This is an optimization exercise on Yosys and OpenROAD, whose aim is small area and a short achievable clock period, not a production implementation.
In this exercise RTL edits were held to simulation tests only and were not proved equivalent to the original.
No activity file was given, so power comes from the tool's default toggle rates.

==> flow/design.v (excerpt) <==
module wa_readout (
    input  wire         clk,
    input  wire         rst_n,
    input  wire         in_valid,
    input  wire [191:0] in_value,      
    input  wire [31:0]  in_wrap,       
    input  wire [4:0]   in_flags,      
    input  wire [3:0]   in_fmt,        
    input  wire [7:0]   in_shift,      
    input  wire         in_sr,         
    input  wire [23:0]  in_rand,       
    input  wire         in_ovf_inf,    
    output reg          out_valid,
    output reg  [31:0]  out_code,      
    output reg  [2:0]   out_fstat      
);
    wire c_nan  = in_flags[0] | (in_flags[1] & in_flags[2]);
    wire c_inf  = in_flags[1] | in_flags[2];
    wire c_sat  = c_inf | (|in_wrap);
    wire c_sneg = c_inf ? ~in_flags[1] : in_wrap[31];
    reg         a_valid;
    reg [191:0] a_v;
    reg [7:0]   a_shift;
    reg [2:0]   a_fmt;       
    reg         a_sr;
    reg [23:0]  a_rand;      
    reg         a_ovf_inf;
    reg         a_nan, a_sat, a_sneg, a_inx;
    always @(posedge clk) begin
        if (!rst_n)
            a_valid <= 1'b0;
        else
            a_valid <= in_valid;
        a_v       <= in_value;
        a_shift   <= in_shift;
        a_fmt     <= in_fmt[2:0];
        a_sr      <= in_sr;
        a_rand    <= in_rand ^ {24{~in_value[191]}};
        a_ovf_inf <= in_ovf_inf;
        a_nan     <= c_nan;
        a_sat     <= c_sat;
        a_sneg    <= c_sneg;
        a_inx     <= in_flags[4];
    end
    wire        s = a_v[191];
    wire        w_any;
    wire [7:0]  w_lead;
    wa_readout_lzd u_lzd (
        .x    (a_v[191:1] ^ a_v[190:0]),
        .any  (w_any),
        .lead (w_lead)
    );
    wire [7:0] w_rsh, w_rshn;
    wire [7:0] e_field;
    wire       pre_ovf;
    wa_readout_pos u_pos (
        .fmt     (a_fmt),
        .shift   (a_shift),
        .lead    (w_lead),
        .rsh     (w_rsh),
        .rshn    (w_rshn),
        .e_field (e_field),
        .pre_ovf (pre_ovf)
    );
  ...
For scale: roughly 2500 cells after synthesis, ~380 flip-flops, ~310 I/O pins.
export LEC_CHECK = 0
export CAP_MARGIN = 20
export CORE_MARGIN = 2
export CORE_UTILIZATION = 45
export SLEW_MARGIN = 20
export SYNTH_HIERARCHICAL = 1
create_clock -name core_clock -period 28.0 [get_ports {clk}]
standard.sh (not shown) runs the stock make flow with config.mk's settings and CLKGATE_MAP_FILE= SYNTH_SCRIPT=/design/flow/synth_recipe.tcl, a recipe that flattens the netlist after the stock synthesis.
==> flow/flow/run.sh <==
#!/bin/bash
# Layout flow: the standard flow with
#  - synthesis as the standard flow's, but ABC mapping for area only (flow/synth.tcl);
#  - single-drive buffers on the ports;
#  - a clock tree of fewer, larger sink clusters without dummy loads.
set -euo pipefail
export WA_FLOW_DIR="$PWD/flow"
bash standard.sh \
    "SYNTH_SCRIPT=$PWD/flow/synth.tcl" \
    SETUP_SLACK_MARGIN=21.3 \
    "BUFFER_PORTS_ARGS=-buffer_cell sky130_fd_sc_hd__buf_1" \
    "CTS_ARGS=-sink_clustering_enable -repair_clock_nets -dont_use_dummy_load -sink_clustering_size 25 -sink_clustering_max_diameter 150 -buf_list {sky130_fd_sc_hd__clkbuf_8 sky130_fd_sc_hd__clkbuf_16}" \
    finish > standard.log 2>&1
==> flow/flow/abc_area_min.script <==
&get -n
&st
&dch
&nf
&put
topo
==> flow/flow/synth.tcl <==
# The standard synthesis (synth_recipe.tcl), with one change: ABC maps for
# least area and leaves buffering and sizing to OpenROAD's repair steps.
proc synth {args} { yosys synth -nofsm -noshare {*}$args }
proc abc {args} {
  set i [lsearch $args -script]
  if {$i >= 0} { lset args [expr {$i + 1}] $::env(WA_FLOW_DIR)/abc_area_min.script }
  yosys abc {*}$args
}
source $::env(SCRIPTS_DIR)/synth.tcl
# left out here: clear keep_hierarchy, flatten, clean up, hide names made inside functions, write 1_2_yosys.v
The baseline completed without violations.
Change:
==> flow/flow/abc_area_min.script (replaced) <==
&get -n
&st
&dch
&nf -a
&st
&dch
&nf
&put
topo
The changed run completed without violations; via count barely changes; cell area increases by 1.8%; wire length decreases by 0.30%; worst hold slack barely changes; sequential power decreases by about 3%; sequential share of layout area decreases by 0.52 points; total power decreases by 4.4%; clock-buffer cell count does not change.
Change:
==> flow/flow/abc_area_min.script (replaced) <==
&get -n
&st
&dch
&nf -a
&put
topo
- CORE_UTILIZATION: 45 -> 40
The changed run completed with no timing, DRC or antenna violations.
Die area is higher by 14%.
Routed wire length barely changes.
Combinational power is higher by about 6%.
Clock power barely changes.


Setup of job 6966:
Starting RTL as in the previous note.
==> flow/design.v (excerpt) <==
module wa_readout (
    input  wire         clk,
    input  wire         rst_n,
    input  wire         in_valid,
    input  wire [191:0] in_value,      
    input  wire [31:0]  in_wrap,       
    input  wire [4:0]   in_flags,      
    input  wire [3:0]   in_fmt,        
    input  wire [7:0]   in_shift,      
    input  wire         in_sr,         
    input  wire [23:0]  in_rand,       
    input  wire         in_ovf_inf,    
    output reg          out_valid,
    output reg  [31:0]  out_code,      
    output reg  [2:0]   out_fstat      
);
    wire c_nan  = in_flags[0] | (in_flags[1] & in_flags[2]);
    wire c_inf  = in_flags[1] | in_flags[2];
    wire c_sat  = c_inf | (|in_wrap);
    wire c_sneg = c_inf ? ~in_flags[1] : in_wrap[31];
    reg         a_valid;
    reg [191:0] a_v;
    reg [7:0]   a_shift;
    reg [2:0]   a_fmt;       
    reg         a_sr;
    reg [23:0]  a_rand;      
    reg         a_ovf_inf;
    reg         a_nan, a_sat, a_sneg, a_inx;
    always @(posedge clk) begin
        if (!rst_n)
            a_valid <= 1'b0;
        else
            a_valid <= in_valid;
        a_v       <= in_value;
        a_shift   <= in_shift;
        a_fmt     <= in_fmt[2:0];
        a_sr      <= in_sr;
        a_rand    <= in_rand ^ {24{~in_value[191]}};
        a_ovf_inf <= in_ovf_inf;
        a_nan     <= c_nan;
        a_sat     <= c_sat;
        a_sneg    <= c_sneg;
        a_inx     <= in_flags[4];
    end
    wire        s = a_v[191];
    wire        w_any;
    wire [7:0]  w_lead;
    wa_readout_lzd u_lzd (
        .x    (a_v[191:1] ^ a_v[190:0]),
        .any  (w_any),
        .lead (w_lead)
    );
    wire [7:0] w_rsh, w_rshn;
    wire [7:0] e_field;
    wire       pre_ovf;
    wa_readout_pos u_pos (
        .fmt     (a_fmt),
        .shift   (a_shift),
        .lead    (w_lead),
        .rsh     (w_rsh),
        .rshn    (w_rshn),
        .e_field (e_field),
        .pre_ovf (pre_ovf)
    );
  ...
==> flow/config.mk <==
export PLATFORM = sky130hd
export DESIGN_NAME = wa_readout
export DESIGN_NICKNAME = wa_readout
export VERILOG_FILES = /design/flow/design.v
export SDC_FILE = /design/flow/constraint.sdc
export NUM_CORES = 8
export LEC_CHECK = 0
export CAP_MARGIN = 20
export CORE_MARGIN = 2
export CORE_UTILIZATION = 45
export SLEW_MARGIN = 20
export SYNTH_HIERARCHICAL = 1
==> flow/constraint.sdc <==
create_clock -name core_clock -period 28.0 [get_ports {clk}]
set_input_delay 5.6000 -clock core_clock [delete_from_list [all_inputs] [get_ports {clk}]]
set_output_delay 5.6000 -clock core_clock [all_outputs]
set_load 0.01 [all_outputs]
==> flow/flow/abc_area_min.script <==
&get -n
&st
&dch -f
&nf -a -R 1000
&put
topo
Scripts as last shown in full above: flow/flow/run.sh, flow/flow/synth.tcl
Job 6966 finished all stages; the layout is clean.
Edits applied to the flow inputs when going from job 6966 to job 9143:
--- a/flow/flow/run.sh
+++ b/flow/flow/run.sh
@@ -8,5 +8,5 @@
 bash standard.sh \
     "SYNTH_SCRIPT=$PWD/flow/synth.tcl" \
-    SETUP_SLACK_MARGIN=21.3 \
+    SETUP_SLACK_MARGIN=21.4 \
     "BUFFER_PORTS_ARGS=-buffer_cell sky130_fd_sc_hd__buf_1" \
     "CTS_ARGS=-sink_clustering_enable -repair_clock_nets -dont_use_dummy_load -sink_clustering_size 25 -sink_clustering_max_diameter 150 -buf_list {sky130_fd_sc_hd__clkbuf_8 sky130_fd_sc_hd__clkbuf_16}" \
==> flow/flow/abc_area_min.script <==
&get -n
&st
&dch
&nf -a
&put
topo
## What came out
For job 6966, the critical path endpoint was b_part_n[2]$_DFF_P_, unlike job 9143, where it was out_code[25].
Compared with job 6966, in job 9143 net switching power figure fell 3.8%; area taken by flip-flops and latches did not really move; cell area now smaller.
Clock period minus worst slack came out lower on job 9143 than on job 6966.
Routing usage on met1 is lower on job 9143
Taking job 6966 as the reference, in job 9143 buffer share of cell area decreased by 2.0 points relative to the old numbers, portion of the clock cycle consumed by the worst path in the final layout decreased by 0.44 points relative to the old numbers, total power consumption of the routed design decreased by 6.2% relative to the old numbers.
Setup changes, job 9143 to job 5784
--- a/flow/flow/run.sh
+++ b/flow/flow/run.sh
@@ -8,5 +8,5 @@
 bash standard.sh \
     "SYNTH_SCRIPT=$PWD/flow/synth.tcl" \
-    SETUP_SLACK_MARGIN=21.4 \
+    SETUP_SLACK_MARGIN=21.3 \
     "BUFFER_PORTS_ARGS=-buffer_cell sky130_fd_sc_hd__buf_1" \
     "CTS_ARGS=-sink_clustering_enable -repair_clock_nets -dont_use_dummy_load -sink_clustering_size 25 -sink_clustering_max_diameter 150 -buf_list {sky130_fd_sc_hd__clkbuf_8 sky130_fd_sc_hd__clkbuf_16}" \
Results
- Job 5784 finished every step from synthesis to the final layout, and the layout passed the timing, DRC and antenna checks.
- Compared with job 9143, in job 5784 overall routed net length went down about 1.7%; number of standard cells in the final layout excluding fillers held; post-route worst setup slack went down 0.045 ns; number of multi-input combinational cells in the layout held.
- Higher detailed-router iteration count before antenna repair goes to job 5784 over job 9143.
- Number of CTS-inserted buffers came out exactly the same in job 5784 and job 9143.
- Comparing job 9143 against job 5784, there is no change at all in sequential element share of the synthesized area.
- Going from job 9143 to job 5784, count of buffer and inverter cells on the critical path has increased; headroom to the max-slew limit has increased; number of clock buffers in the layout has remained practically unchanged.
Setup changes, job 5784 to job 5809
Settings: CORE_UTILIZATION: 45 -> 55; PLACE_DENSITY: unset -> 0.7.
## What came out
Compared with job 5784, in job 5809 clock skew has decreased, final critical-path required period has remained practically unchanged. Going from job 5784 to job 5809, final design instance area without fill shrank by about 0.5%; power drawn by the combinational cells held steady; number of stages on the worst setup path grew by 1; hold slack shrank by 0.0032 ns; final net count held steady.

==> re-timing with driven ports <==
The flow's constraints put no driver on any port. The routed layouts listed below were extracted and timed again, unchanged, in two steps. Step 1: set_driving_cell puts a clkbuf_16 on clk and a buf_2 on each other input, an assumption about the parent block. Step 2 times the ports against the registers' clock, not the clock port: input delays grow and output delays shrink by t, the midpoint of the rising clock arrivals with the driver on. a / b / c = no drivers / after step 1 / after step 2; a / b = the first two.
run	t, ns	slack for setup (ns)	hold WS [ns]	worst data-port slew with drivers (ns)	pins driven straight from the clock port
the first run of note 1	0.594	21.367 / 21.319 / 21.317	0.333 / 0.333 / 0.333	0.05	1
the second run of note 1	0.614	21.370 / 21.306 / 21.413	0.330 / 0.330 / 0.330	0.05	1
the third run of note 1	0.607	21.389 / 21.332 / 21.263	0.333 / 0.333 / 0.333	0.05	1
job 6966	0.605	21.288 / 21.288 / 21.288	0.330 / 0.330 / 0.330	0.04	1
job 9143	0.607	21.412 / 21.352 / 21.276	0.331 / 0.331 / 0.331	0.05	1
job 5784	0.594	21.367 / 21.319 / 21.317	0.333 / 0.333 / 0.333	0.05	1
job 5809	0.581	21.368 / 21.309 / 21.278	0.329 / 0.329 / 0.329	0.06	1
After both steps setup and hold are still met in every run listed. For job 9143, which loses most, drivers alone change the setup slack by -0.060 ns; drivers and shift together by -0.136 ns.
